This design comes from an exercise in tuning for small area, a short achievable clock period and few clock cycles on the open sky130 flow, not from production work. The RTL was checked by simulation tests, not by an equivalence proof against the original design. Power and IR drop assume default switching activity.

## flow/design.v (module list and top-level ports; edited modules follow where they fit)
// module police_meter: 1512 lines
module police_meter #(
    parameter M  = 8,            
    parameter MW = 3             
) (
    input  wire        clk,
    input  wire        rst,
    input  wire        req_valid,
    output wire        req_ready,
    input  wire [1:0]  req_op,         
    input  wire [MW-1:0] req_meter,
    input  wire [47:0] req_time,       
    input  wire [13:0] req_len,        
    input  wire [7:0]  req_event,      
    input  wire [23:0] req_rate,       
    input  wire [20:0] req_burst,      
    input  wire        req_mode,       
    input  wire [5:0]  req_overhead,   
    input  wire [7:0]  req_open_id,    
    input  wire [7:0]  req_close_id,   
    input  wire [2:0]  req_flags,      
    output reg         resp_valid,
    output reg  [1:0]  resp_code,      
    output reg  [71:0] resp_tat,
    output reg  [M-1:0] resp_gates
);
  // ...
==> flow/flow/run.sh <==
#!/bin/bash
set -euo pipefail
export SETUP_SLACK_MARGIN=16.3
bash standard.sh > flow_make.log 2>&1
==> flow/standard.sh <==
#!/bin/bash
# synth_recipe.tcl (not shown) runs the flow's synth.tcl, then flattens the netlist and writes it again
# the make line also repeats each setting of config.mk as NAME=value (left out here)
make -C /OpenROAD-flow-scripts/flow DESIGN_CONFIG=/design/flow/config.mk WORK_HOME=/design/flow/orfs CLKGATE_MAP_FILE= SYNTH_SCRIPT=/design/flow/synth_recipe.tcl "${@:-finish}"
==> flow/config.mk <==
export PLATFORM = sky130hd
export DESIGN_NAME = police_meter
export DESIGN_NICKNAME = police_meter
export VERILOG_FILES = /design/flow/design.v
export SDC_FILE = /design/flow/constraint.sdc
export NUM_CORES = 4
export LEC_CHECK = 0
export ABC_CLOCK_PERIOD_IN_PS = 5000
export CAP_MARGIN = 20
export CORE_MARGIN = 2
export CORE_UTILIZATION = 60
export CTS_CLUSTER_DIAMETER = 100
export CTS_CLUSTER_SIZE = 25
export SLEW_MARGIN = 20
==> flow/constraint.sdc <==
create_clock -name core_clock -period 22.0 [get_ports {clk}]
set_input_delay 4.4000 -clock core_clock [delete_from_list [all_inputs] [get_ports {clk}]]
set_output_delay 4.4000 -clock core_clock [all_outputs]
set_load 0.01 [all_outputs]
==> results.toml, run 1 <==
[final_layout]
layout.nets = 12200
most-common-layout-cells = "edfxtp_1 (1796), inv_1 (846), ha_1 (742)"
multi_input_area_share = 0.423

[power_and_ir_drop]
p_switching_mw = 11.0
clockPowerShare = 0.114

[place]
dpl_cell_area_sq_um = 142000

[hold_path]
hold_start = "s1_ev[1]"

[timing]
fin_ws_ps = 16140
fmax_ghz = 0.171
relSlewSlack = 0.226

[status]
status = "finished clean"

[setup_path]
reg2regPathDepth = 25
crit_end = "req_ready"
crit_chain = "buf_6"
crit_start = "rdy"
reg2reg_from = "s2_m[0]"

[logic_synthesis]
synth-compound-area-share = 0.109
synth_top_area_share = 0.395
synthTopCellsByCount = "edfxtp_1 (1796), inv_1 (851), dfxtp_1 (811)"

[routing]
via_count = 90400
drcViolationCount = 0

[run]
cap_violations = 0

[floorplanning]
core.rowCount = 175

[grt]
grt_pass1_vias = 88000

[clock_network]
htreeDepth = 4
Testbench counts, summed over its fixed seeds: cycles 26,348.
==> run 2, diff against run 1 <==
--- a/flow/design.v
+++ b/flow/design.v
@@ -64,17 +64,19 @@
             s0_oh    <= req_overhead;
             s0_oid   <= req_open_id;
             s0_cid   <= req_close_id;
             s0_flags <= req_flags;
         end
         s0_len <= req_len;
         s0_ev  <= req_event;
     end
+    reg          dv_first;         
     reg          dv_run;           
+    reg          dv_wbt;           
     reg          dv_fin;           
     reg  [4:0]   dv_cnt;           
     reg  [23:0]  dv_rem;
     reg  [47:0]  dv_q;             
     reg  [66:0]  dv_p;             
     reg  [1:0]   dv_d;             
     wire [1:0]   in_cls = req_rate[23]      ? 2'd3 :
                           |req_rate[22:15]  ? 2'd2 :
@@ -93,55 +95,60 @@
     end
     wire [26:0]  dv_x   = {1'b0, dv_rem, dv_q[47:46]};
     wire [26:0]  dv_d1  = dv_x - {3'd0, s0_rate};
     wire [26:0]  dv_d2  = dv_x - {2'd0, s0_rate, 1'b0};
     wire [26:0]  dv_d3  = dv_x - {3'd0, s0_rate} - {2'd0, s0_rate, 1'b0};
     wire [1:0]   dv_dig = !dv_d3[26] ? 2'd3 : !dv_d2[26] ? 2'd2 : !dv_d1[26] ? 2'd1 : 2'd0;
     wire [23:0]  dv_remn = !dv_d3[26] ? dv_d3[23:0] : !dv_d2[26] ? dv_d2[23:0] :
                            !dv_d1[26] ? dv_d1[23:0] : dv_x[23:0];
-    wire [23:0]  dv_plo = {1'b0, dv_p[20:0], 2'b00} +
+    wire [66:0]  dv_pp  = dv_first ? 67'd0 : dv_p;
+    wire [23:0]  dv_plo = {1'b0, dv_pp[20:0], 2'b00} +
                           (dv_d[1] ? {2'b0, s0_burst, 1'b0} : 24'd0) +
                           (dv_d[0] ? {3'b0, s0_burst}       : 24'd0);
-    wire [43:0]  dv_phi = dv_p[64:21] + {43'd0, dv_plo[23]};
+    wire [43:0]  dv_phi = dv_pp[64:21] + {43'd0, dv_plo[23]};
     wire [66:0]  dv_pn  = {dv_phi, dv_plo[22:0]};
     always @(posedge clk) begin
         if (rst) begin
             rdy      <= 1'b1;
             s0_v     <= 1'b0;
+            dv_first <= 1'b0;
             dv_run   <= 1'b0;
             dv_fin   <= 1'b0;
+            dv_wbt   <= 1'b0;
         end else begin
+            dv_first <= 1'b0;
+            dv_wbt   <= dv_fin;
             dv_fin   <= 1'b0;
             if (rdy) begin
                 s0_v <= req_valid;
                 if (acc_commit) begin
                     rdy      <= 1'b0;
+                    dv_first <= 1'b1;
                     dv_run   <= 1'b1;
                 end
             end
             if (dv_run && dv_cnt == 5'd0) begin
                 dv_run <= 1'b0;
                 dv_fin <= 1'b1;
                 rdy    <= 1'b1;
             end
         end
         if (acc_commit) begin
             dv_rem <= dv_rem0;
             dv_q   <= dv_q0;
             dv_cnt <= dv_n0;
-            dv_p   <= 67'd0;
             dv_d   <= 2'd0;
         end else begin
             dv_rem <= dv_remn;
             dv_q   <= {dv_q[45:0], dv_dig};
             dv_cnt <= dv_cnt - 5'd1;
-            dv_p   <= dv_pn;
             dv_d   <= dv_dig;
         end
+        dv_p <= dv_pn;
     end
     reg          s1_v;
     reg  [1:0]   s1_op;
     reg  [MW-1:0] s1_m;
     reg  [47:0]  s1_time;
     reg  [7:0]   s1_ev;            
     reg  [14:0]  s1_x;
     wire [46:0]  rd_t   = tper[s1_m];
@@ -164,22 +171,23 @@
             s1_v <= s0_v && (s0_op != OP_COMMIT || dv_fin);
         s1_op   <= s0_op;
         s1_m    <= s0_m;
         s1_time <= s0_time;
         s1_ev   <= (s0_op == OP_COMMIT) ? {3'd0, c_ogc, c_chg, s0_flags} : s0_ev;
         s1_x    <= (s0_op == OP_COMMIT) ? 15'd0 : {1'b0, s0_len} + {9'd0, xoh[s0_m]};
         if (dv_fin) begin
             tper[s0_m] <= dv_q[46:0];
-            btv[s0_m]  <= dv_pn;
             xoh[s0_m]  <= s0_mode ? s0_oh : 6'd0;
             oid[s0_m]  <= s0_oid;
             cid[s0_m]  <= s0_cid;
             gctl[s0_m] <= s0_flags[0];
         end
+        if (dv_wbt)
+            btv[s1_m] <= dv_p;
     end
     wire [61:0]  s2_ms;
     wire [61:0]  s2_mc;
     wire mb_one0 = s1_x[0] ^ 1'b0;
     wire mb_two0 = (s1_x[1] & ~s1_x[0] & ~1'b0) | (~s1_x[1] & s1_x[0] & 1'b0);
     wire mb_neg0 = s1_x[1] & ~(s1_x[0] & 1'b0);
     wire mb_p0_0 = ((mb_one0 & rd_t[0])) ^ mb_neg0;
     wire mb_p0_1 = ((mb_one0 & rd_t[1]) | (mb_two0 & rd_t[0])) ^ mb_neg0;
==> flow/flow/run.sh (replaced) <==
#!/bin/bash
set -euo pipefail
export SETUP_SLACK_MARGIN=16
bash standard.sh > flow_make.log 2>&1
==> flow/config.mk (replaced) <==
export PLATFORM = sky130hd
export DESIGN_NAME = police_meter
export DESIGN_NICKNAME = police_meter
export VERILOG_FILES = /design/flow/design.v
export SDC_FILE = /design/flow/constraint.sdc
export NUM_CORES = 4
export LEC_CHECK = 0
export ABC_CLOCK_PERIOD_IN_PS = 5000
export CAP_MARGIN = 20
export CORE_MARGIN = 2
export CORE_UTILIZATION = 60
export SLEW_MARGIN = 20
==> run 2 against run 1 <==
Net effect: non-clock buffer count decreased by 45; largest power group unchanged; worst hold slack got worse by 10 ps; sequential power about the same; synthesized area increased by 0.86%; utilization increased by 1.7 points; sequential cell count increased by 4; synthesized cell count increased by 1.8%; die area increased by 0.86%; count of clock-buffer cells in the layout increased by 192; combinational power increased by 5%; setup slack got worse by 110 ps; clock power increased by 66%.
==> results.toml, run 2 <==
[status]
status = "finished clean"

[logic_synthesis]
synth_edf_count = 1796
synth_area_leaders = "edfxtp_1 (39%), dfxtp_1 (12%), ha_1 (7.0%), fa_1 (6.4%), mux4_2 (6.4%)"
synth.net_count = 12400
yosysUniqueCellTypes = 108
ys_ff_latch = 2611
yosys_warnings = 1
synthTopCellsByCount = "edfxtp_1 (1796), inv_1 (869), dfxtp_1 (815)"
synth_top_area_share = 0.391
netlist.top_cell.by_area = "edfxtp_1"
ys.flop_type = "edfxtp_1"
syn_area_per_cell_sq_um = 12.5
syn_inst = 11000
netlist_area_sq_um = 138000
synthArstFlopShare = 0
ys_seq_area_frac = 0.510
synth.most_common_cell = "edfxtp_1"

[clock_network]
cts.sink_count = 2611
clockBufferDepth = 4
htreeDepth = 5
cts_tree = "built"
cts_root_buffer = "clkbuf_16"
cts.clk_slew.worst_paths_ps = 60
clock_latency_ps = 950
numCtsBuffers = 286

[place]
port_buffers = 232
dpl_cell_area_sq_um = 143000
dpl.hpwl_um = 301000
place_ws_ps = 13770
gp_congestion = 1.00
placed_cells = 13800

[final_layout]
fin_area_sq_um = 154000
largest_reg_flops = 576
layout_commonest_cell = "edfxtp_1"
area_growth_pct = 11.8
final_cells = 14400
top_register = "tat"
num-fill-cells = 16200
layout.nets = 12500
regArea_sq_um = 70300
largest_registers = "tat: 576 flops, btv: 536 flops, tper: 376 flops"
multi_input_area_sq_um = 63400
drive_gt1_frac = 0.125
most-common-layout-cells = "edfxtp_1 (1796), inv_1 (865), dfxtp_1 (784)"
final_util = 0.676

[setup_path]
start_kind = "flop"
cpMaxStageDelayCell = "fa_1"
critPathMaxFanout = 7
cp_num_buf_inv = 2
cp.required_ps = 22800
arrival_ps = 6770
cp_top_family = "compound AO/OA/AOI/OAI gates"
max_stage_delay_ps = 540
path_common_cell = "o21ai_0"
reg2reg_from = "s2_xs[37]"
crit_start = "s2_xs[37]"
critical_path_class = "flop to flop"
end_kind = "flop"

[power_and_ir_drop]
power_frac_comb = 0.572
power_frac_seq = 0.256
ir_worst_vdd_uv = 226
p_switching_mw = 12.3
power_mw = 27.1
power_leakage_nw = 59.4
clockPowerShare = 0.172
p_int_mw = 14.8
sw_frac_of_total = 0.453
powerDensity_nw_per_um2 = 176

[grt]
grt.total_usage = 0.359
grt_pass1_wl_um = 621000
grt.overflow.total = 0
grt_pass1_vias = 92400
antenna_found_initial = 29
grt_max_degree = 92

[timing]
tightest_slew_ps = 1230
hold_viol = 0
clock-skew-final_ps = 91.3
fmax_ghz = 0.167
rsz0062_at_grt = "yes"
fin_ws_ps = 16030
fin_crit_ps = 5970
finalMaxSlewViolations = 0
relSlewSlack = 0.183
fin_crit_sh = 0.272
setup-tns-final_ps = 0
whs_ps = 306
finalSetupViolations = 0

[floorplanning]
floorplan.die_area_sq_um = 234000
start_util = 0.605
io_pins = 233
die_y_um = 483
core.rowCount = 175
coreArea_sq_um = 228000
die_width_um = 483

[routing]
post_drt_wl_per_cell_um = 29.6
via_count = 93400
routed_wl_um = 427000
ant_nets = 0
vias_per_cell = 6.48
drcViolationCount = 0
drt-pass1-iter-count = 6
drtIter0Drc = 10400

[hold_path]
hold_class = "flop to flop"
hold_start = "s1_time[0]"

[run]
cap_violations = 0
## run 2: changes by cell type after synthesis, sizes merged, moves of 22 or more
| cell | delta |
|---|---|
| a21o | -27 |
| o211ai | +32 |
| nand4 | -26 |
| nor2 | +31 |
| xor2 | +23 |
| a211oi | +25 |
| and2 | -83 |
| mux2i | -47 |
| nand2 | +112 |
| xnor2 | -33 |
| nor2b | +27 |
| clkbuf | -22 |
## run 2: routing by layer
| layer | vias up | wire (um) | global-route usage | part of all wire |
|---|---|---|---|---|
| met3 | 1063 | 35400 | 0.0583 | 0.083 |
| met4 | 22 | 25800 | 0.186 | 0.060 |
| li1 | 40700 | - | - | - |
| met2 | 4995 | 200000 | 0.580 | 0.47 |
| met1 | 46600 | 165000 | 0.472 | 0.39 |
| met5 | - | 137 | 0.00102 | 0.00032 |
## run 2: final timing paths
check	endpoint	cells after the start	slack, ps
worst max-delay path	s3_d[72]	25	16030
worst max register to register	s3_d[72]	25	16030
worst min-delay path	s2_time[0]	0	310
worst min register to register	s2_time[0]	0	310
## run 2: cells by family (layout without fill, tap and decap cells)
family / Yosys count / count (layout) / synth area share
muxes: 666 / 666 / 0.0847
xor gates and xnor gates: 877 / 877 / 0.0557
other: 0 / 12 / 0
and+or+nand+nor: 1887 / 1887 / 0.0645
buffers and inverters: 1411 / 1818 / 0.0393
adders and majority gates: 1217 / 1217 / 0.134
DFF: 2611 / 2611 / 0.510
AOI/OAI and AO/OA: 2317 / 2318 / 0.112
## run 2: layout make-up
type	count	share of cell area
diodes	12	0.000195
clock buffers	395	0.0528
well taps	3009	0.0244
inverters	872	0.0212
flip-flops and latches	2611	0.456
multi-input cells	6965	0.411
repair buffers	442	0.0276
clock inverters	109	0.00605
## run 2: repair_timing
item                       CTS  global route
hold endpoints to repair     0             0
cloned                       7             5
resized for setup          240           154
pin swaps                   17            26
hold buffers                 0             0
setup buffers               27            31
setup endpoints to repair  423           181
## run 2: power groups by stage
stage	clock (mW)	combinational, mW	sequential, mW
6_report	4.66	15.5	6.95
5_1_grt	4.89	16.9	6.98
4_1_cts	4.70	14.9	6.93
3_5_place_dp	0	14.6	7.04
3_3_place_gp	0	14.4	7.02
2_1_floorplan	0	9.68	6.59
Testbench counts of run 2, summed over its fixed seeds: cycles 26,348.
==> run 3, diff against run 2 <==
--- a/flow/config.mk
+++ b/flow/config.mk
@@ -10,3 +10,5 @@
 export CORE_MARGIN = 2
 export CORE_UTILIZATION = 60
+export CTS_CLUSTER_DIAMETER = 100
+export CTS_CLUSTER_SIZE = 20
 export SLEW_MARGIN = 20
==> run 3 against run 2 <==
Net effect: clock power shrank 35%; largest cell class unchanged; synthesized area did not move; setup slack improved by 21 ps; total power down 6.1%; count of clock-buffer cells in the layout down 147; combinational power hardly changed; via count shrank 1.4%.
==> results.toml, run 3 <==
[routing]
vias_per_cell = 6.50
drcViolationCount = 0
routed_wl_um = 421000
drtIter0Drc = 10400
via_count = 92000
drt-pass1-iter-count = 6
post_drt_wl_per_cell_um = 29.7
ant_nets = 0

[clock_network]
cts_tree = "built"
cts.sink_count = 2611
holdBufCountCts = 0
htreeDepth = 4
clock_latency_ps = 880
clockBufferDepth = 3
cts_root_buffer = "clkbuf_16"
numCtsBuffers = 153
cts.clk_slew.worst_paths_ps = 80

[logic_synthesis]
syn_area_per_cell_sq_um = 12.5
yosys_warnings = 1
synthTopCellsByCount = "edfxtp_1 (1796), inv_1 (869), dfxtp_1 (815)"
synth.net_count = 12400
ys_seq_area_frac = 0.510
netlist_area_sq_um = 138000
yosysUniqueCellTypes = 108
synth.most_common_cell = "edfxtp_1"
synthArstFlopShare = 0
syn_inst = 11000
synth_edf_count = 1796
synth_area_leaders = "edfxtp_1 (39%), dfxtp_1 (12%), ha_1 (7.0%), fa_1 (6.4%), mux4_2 (6.4%)"
ys.flop_type = "edfxtp_1"
netlist.top_cell.by_area = "edfxtp_1"
synth_top_area_share = 0.391
ys_ff_latch = 2611

[power_and_ir_drop]
power_frac_seq = 0.272
ir_worst_vdd_uv = 231
power_mw = 25.5
p_int_mw = 13.4
sw_frac_of_total = 0.472
power_frac_comb = 0.609
power_leakage_nw = 57.0
p_switching_mw = 12.0
clockPowerShare = 0.118
powerDensity_nw_per_um2 = 170

[timing]
setup-tns-final_ps = 0
clock-skew-final_ps = 78.3
fin_crit_ps = 5950
finalSetupViolations = 0
tightest_slew_ps = 1190
hold_viol = 0
fmax_ghz = 0.168
finalMaxSlewViolations = 0
relSlewSlack = 0.207
fin_crit_sh = 0.271
rsz0062_at_grt = "yes"
fin_ws_ps = 16050

[floorplanning]
die_y_um = 483
start_util = 0.605
coreArea_sq_um = 228000
floorplan.die_area_sq_um = 234000
io_pins = 233
core.rowCount = 175
die_width_um = 483

[setup_path]
critical_path_class = "flop to output port"
crit_start = "resp_tat[66]"
max_stage_delay_ps = 380
cp.required_ps = 17600
end_kind = "output port"
reg2reg_from = "s2_m[0]"
cp_num_buf_inv = 1
cpMaxStageDelayCell = "dfxtp_1"
arrival_ps = 1550
crit_chain = "clkdlybuf4s15_2"
cp_num_cells = 1
start_kind = "flop"
cp_top_family = "flip-flops"
reg2regPathDepth = 21
critPathMaxFanout = 1

[hold_path]
holdPathStages = 0
hold_start = "s0_time[4]"
hold_class = "flop to flop"

[final_layout]
drive_gt1_frac = 0.108
layout_commonest_cell = "edfxtp_1"
num-fill-cells = 16700
top_register = "tat"
largest_registers = "tat: 576 flops, btv: 536 flops, tper: 376 flops"
fin_area_sq_um = 150000
largest_reg_flops = 576
multi_input_area_sq_um = 63400
most-common-layout-cells = "edfxtp_1 (1796), inv_1 (854), dfxtp_1 (775)"
layout.nets = 12400
area_growth_pct = 8.62
regArea_sq_um = 70300

[grt]
grt.total_usage = 0.355
grt.overflow.total = 0
grt_pass1_wl_um = 613000
grt_max_degree = 92
antenna_found_initial = 27
grt_pass1_vias = 90600

[run]
cap_violations = 0

[place]
place_ws_ps = 13770
dpl.hpwl_um = 301000
dpl_cell_area_sq_um = 143000
gp_congestion = 1.00
port_buffers = 232

[status]
status = "finished clean"
-- run 3: cell counts after synthesis --
No cell type changed its count.
-- run 3: area by class of cell --
cell class                 count  area share
antenna                        7    0.000117
clock inverter                25     0.00323
timing repair buffer         432      0.0277
clock buffer                 248      0.0282
sequential                  2611       0.470
inverter                     872      0.0219
multi-input combinational   6965       0.424
tap                         3009      0.0252
-- run 3: power groups by stage --
| stage | Combinational, mW | Clock [mW] | Sequential (mW) |
|---|---|---|---|
| global route | 16.9 | 3.21 | 6.97 |
| detailed placement | 14.6 | 0 | 7.04 |
| global placement | 14.4 | 0 | 7.02 |
| CTS | 14.9 | 3.04 | 6.92 |
| finish | 15.5 | 3.01 | 6.93 |
| floorplan | 9.68 | 0 | 6.59 |
-- run 3: worst paths after layout --
path / slack, ps / endpoint
hold / removal: 300 / s1_time[4]
setup / recovery: 16050 / resp_tat[66]
hold reg to reg: 300 / s1_time[4]
setup reg to reg: 16080 / s3_d[63]
-- run 3: per-layer routing --
layer  vias up  track usage  share of wire
li1      40200            -              -
met1     46200        0.472           0.39
met2      4642        0.579           0.47
met3       922       0.0532          0.081
met4        20        0.164          0.056
met5         -     0.000816        0.00031
-- run 3: what timing repair did --
action	in CTS	in global routing
resized for setup	224	189
buffers inserted	25	26
cloned	7	2
pin swaps	13	28
endpoints found under the setup margin	409	172
-- run 3: kinds of logic (layout without fill, tap and decap cells) --
family	after synthesis	after routing	share of synthesized area
other cells	0	7	0
xor+xnor	877	877	0.0557
buf+inv	1411	1577	0.0393
simple gates	1887	1887	0.0645
compound gates	2317	2318	0.112
mux	666	666	0.0847
flops	2611	2611	0.510
fa+ha+maj	1217	1217	0.134
-- run 3: stage by stage --
stage | instances | hold WS [ps] | utilization
final | 14200 | 296 | 0.657
after global routing | 14200 | 322 | 0.657
after CTS | 14100 | 299 | 0.653
after detailed placement | 13800 | 312 | 0.628
after global placement | 13800 | 312 | 0.628
after floorplan | 11000 | 310 | -
==> run 4, diff against run 3 <==
==> flow/flow/run.sh (replaced) <==
#!/bin/bash
set -euo pipefail
export SETUP_SLACK_MARGIN=16.3
bash standard.sh > flow_make.log 2>&1
==> run 4 against run 3 <==
Net effect: synthesized area stayed put; clock skew is 2.4 ps lower; still clean on timing, DRC and antenna; total power is 3.1% higher; global-route usage is 0.19 points higher; cell count is 0.59% higher; routed wire length is 0.38% higher; worst hold slack better by 14 ps; sequential power is 0.9% higher; via count is 0.65% higher; cell area is 1.4% higher.
==> results.toml, run 4 <==
[setup_path]
r2r_end = "s3_d[71]"
start_kind = "flop"
cpMaxStageDelayCell = "dfxtp_4"
cp_top_family = "flip-flops"
cp_num_buf_inv = 1
critical_path_class = "flop to output port"
reg2regPathDepth = 23
reg2reg_slack_ps = 16270
arrival_ps = 1370
end_kind = "output port"
max_stage_delay_ps = 410
cp.required_ps = 17600
reg2reg_from = "s2_m[0]"
critPathMaxFanout = 1
crit_chain = "buf_6"

[floorplanning]
die_width_um = 483
core.rowCount = 175
die_y_um = 483
coreArea_sq_um = 228000
io_pins = 233
floorplan.die_area_sq_um = 234000
start_util = 0.605

[timing]
finalSetupViolations = 0
clock-skew-final_ps = 75.9
fmax_ghz = 0.173
fin_crit_sh = 0.262
finalMaxSlewViolations = 0
tightest_slew_ps = 1180
whs_ps = 309
fin_crit_ps = 5770
setup-tns-final_ps = 0
rsz0062_at_grt = "yes"
relSlewSlack = 0.206
hold_viol = 0

[logic_synthesis]
netlist_area_sq_um = 138000
yosys_warnings = 1
yosysUniqueCellTypes = 108
synth.most_common_cell = "edfxtp_1"
synth_edf_count = 1796
syn_area_per_cell_sq_um = 12.5
ys.flop_type = "edfxtp_1"
syn_inst = 11000
synth_top_area_share = 0.391
ys_ff_latch = 2611
synth_area_leaders = "edfxtp_1 (39%), dfxtp_1 (12%), ha_1 (7.0%), fa_1 (6.4%), mux4_2 (6.4%)"
synth.net_count = 12400
netlist.top_cell.by_area = "edfxtp_1"
ys_seq_area_frac = 0.510
synthTopCellsByCount = "edfxtp_1 (1796), inv_1 (869), dfxtp_1 (815)"
synthArstFlopShare = 0

[place]
dpl.hpwl_um = 300000
gp_congestion = 0.993
port_buffers = 232

[clock_network]
holdBufCountCts = 0
numCtsBuffers = 157
cts.clk_slew.worst_paths_ps = 90
cts.sink_count = 2611
cts_tree = "built"
clock_latency_ps = 870
cts_root_buffer = "clkbuf_16"
clockBufferDepth = 3
htreeDepth = 4

[grt]
grt_pass1_wl_um = 616000
grt.total_usage = 0.357
grt_max_degree = 79
grt.overflow.total = 0
grt_pass1_vias = 91700
antenna_found_initial = 28

[final_layout]
most-common-layout-cells = "edfxtp_1 (1796), inv_1 (850), ha_1 (704)"
layout.nets = 12500
largest_reg_flops = 576
largest_registers = "tat: 576 flops, btv: 536 flops, tper: 376 flops"
layout_commonest_cell = "edfxtp_1"
drive_gt1_frac = 0.140
num-fill-cells = 16400
area_growth_pct = 10.2
top_register = "tat"

[power_and_ir_drop]
ir_worst_vdd_uv = 166
power_leakage_nw = 57.6
powerDensity_nw_per_um2 = 173

[routing]
drtIter0Drc = 10700
via_count = 92600
routed_wl_um = 423000
vias_per_cell = 6.50
drcViolationCount = 0
drt-pass1-iter-count = 9
post_drt_wl_per_cell_um = 29.7
ant_nets = 0

[run]
cap_violations = 0

[status]
status = "finished clean"

[hold_path]
hold_class = "flop to flop"
hold_path_end = "s2_ev[3]"
holdPathStages = 0
hold_start = "s1_ev[3]"
run 4: cells by family after synthesis:
kind of cell | synth area share
AOI/OAI and AO/OA | 0.112
xor gates and xnor gates | 0.0557
adders and majority gates | 0.134
buffers and inverters | 0.0393
DFF | 0.510
muxes | 0.0847
and+or+nand+nor | 0.0645
run 4: metrics by stage:
| stage | cell area [sq um] | total power, mW | utilization | worst slack, ps | std cells |
|---|---|---|---|---|---|
| 6_report | 152000 | 26.2 | 0.666 | 16230 | 14300 |
| 5_1_grt | 152000 | 27.9 | 0.666 | 16140 | 14200 |
| 4_1_cts | 151000 | 25.4 | 0.661 | 16140 | 14200 |
| 3_5_place_dp | 143000 | 21.7 | 0.629 | 13510 | 13800 |
| 3_3_place_gp | 143000 | 21.5 | 0.629 | 13520 | 13800 |
| 2_1_floorplan | 138000 | 16.3 | - | 15830 | 11000 |
run 4: where the power goes:
group          internal (mW)  switching, mW
sequential              6.17          0.820
clock                   1.41           1.66
combinational           6.38           9.81
run 4: worst max path at each step:
| stage | depth (start not counted) | startpoint | slack, ps | endpoint |
|---|---|---|---|---|
| 4_1_cts | 22 | s2_m[0] | 16140 | s3_d[65] |
| 3_3_place_gp | 20 | s2_m[0] | 13520 | s3_d[65] |
| 2_1_floorplan | 0 | rdy | 15830 | req_ready |
| 5_1_grt | 23 | s2_m[0] | 16140 | s3_d[71] |
| 6_report | 1 | resp_tat[67] | 16230 | resp_tat[67] |
| 3_5_place_dp | 20 | s2_m[0] | 13510 | s3_d[69] |
run 4: cell type report:
class / count / area (sq um) / share of cell area
clock buffers: 251 / 4370 / 0.0288
inverters: 872 / 3280 / 0.0216
repair buffers: 502 / 5000 / 0.0329
well taps: 3009 / 3760 / 0.0248
diodes: 13 / 32.5 / 0.000214
multi-input cells: 6964 / 64400 / 0.424
flip-flops and latches: 2611 / 70500 / 0.464
clock inverters: 30 / 473 / 0.00312
run 4: repair_timing:
| action | in CTS | in global routing |
|---|---|---|
| pin swaps | 42 | 55 |
| cloned | 12 | 2 |
| buffers inserted | 72 | 51 |
| gates resized for setup | 793 | 212 |
| setup endpoints to repair | 585 | 352 |
run 4: worst register-to-register path: stages, from the launching register on:
cell,delay (ps)
dfxtp_4,420
buf_16,160
buf_12,150
buf_16,150
buf_4,140
mux4_2,490
mux2_4,320
fa_1,440
ha_1,300
ha_1,280
ha_2,210
fa_2,360
a211oi_2,240
o21ai_2,100
nand3_2,120
a211oi_4,80
o211a_4,300
buf_12,140
a31o_4,230
a31oi_4,190
o31a_1,270
o31ai_4,110
a221oi_2,290
xnor2_1,120
run 4: metal layers:
metal,routed length (um),share of wire,global-route usage,up-vias
met5,96,0.00023,0,-
met4,27100,0.064,0.189,16
met3,34000,0.080,0.0522,1004
met2,196000,0.46,0.569,4763
met1,166000,0.39,0.477,46500
li1,-,-,-,40400

==> static timing again, ports no longer ideal <==
The results above use ideal ports. As a check the final layouts listed here were re-extracted and re-timed, cells and wires unchanged.
Step 1 (the two cells are an assumption about what drives the block):
set clk [get_ports {clk}]
set_driving_cell -lib_cell sky130_fd_sc_hd__clkbuf_16 $clk
set_driving_cell -lib_cell sky130_fd_sc_hd__buf_2 [delete_from_list [all_inputs] $clk]
Step 2 also shifts input and output timing later by t, the mid clock arrival at the registers, as if the neighbouring blocks saw the same clock.
Slacks: no drivers / after step 1 / after step 2; pairs: no drivers / after step 1.
run	shift t [ns]	slack for setup (ns)	worst setup path at the end
run 1	0.949	16.140 / 16.044 / 15.430	input to register
run 2	1.016	16.026 / 15.940 / 15.159	input to register
run 3	0.939	16.047 / 15.949 / 15.222	input to register
run 4	0.939	16.233 / 16.127 / 15.529	input to register
After both steps setup and hold are still met in every run listed. The setup slack of run 2, which loses most, moves by -0.086 ns with the drivers and by -0.867 ns with both steps.
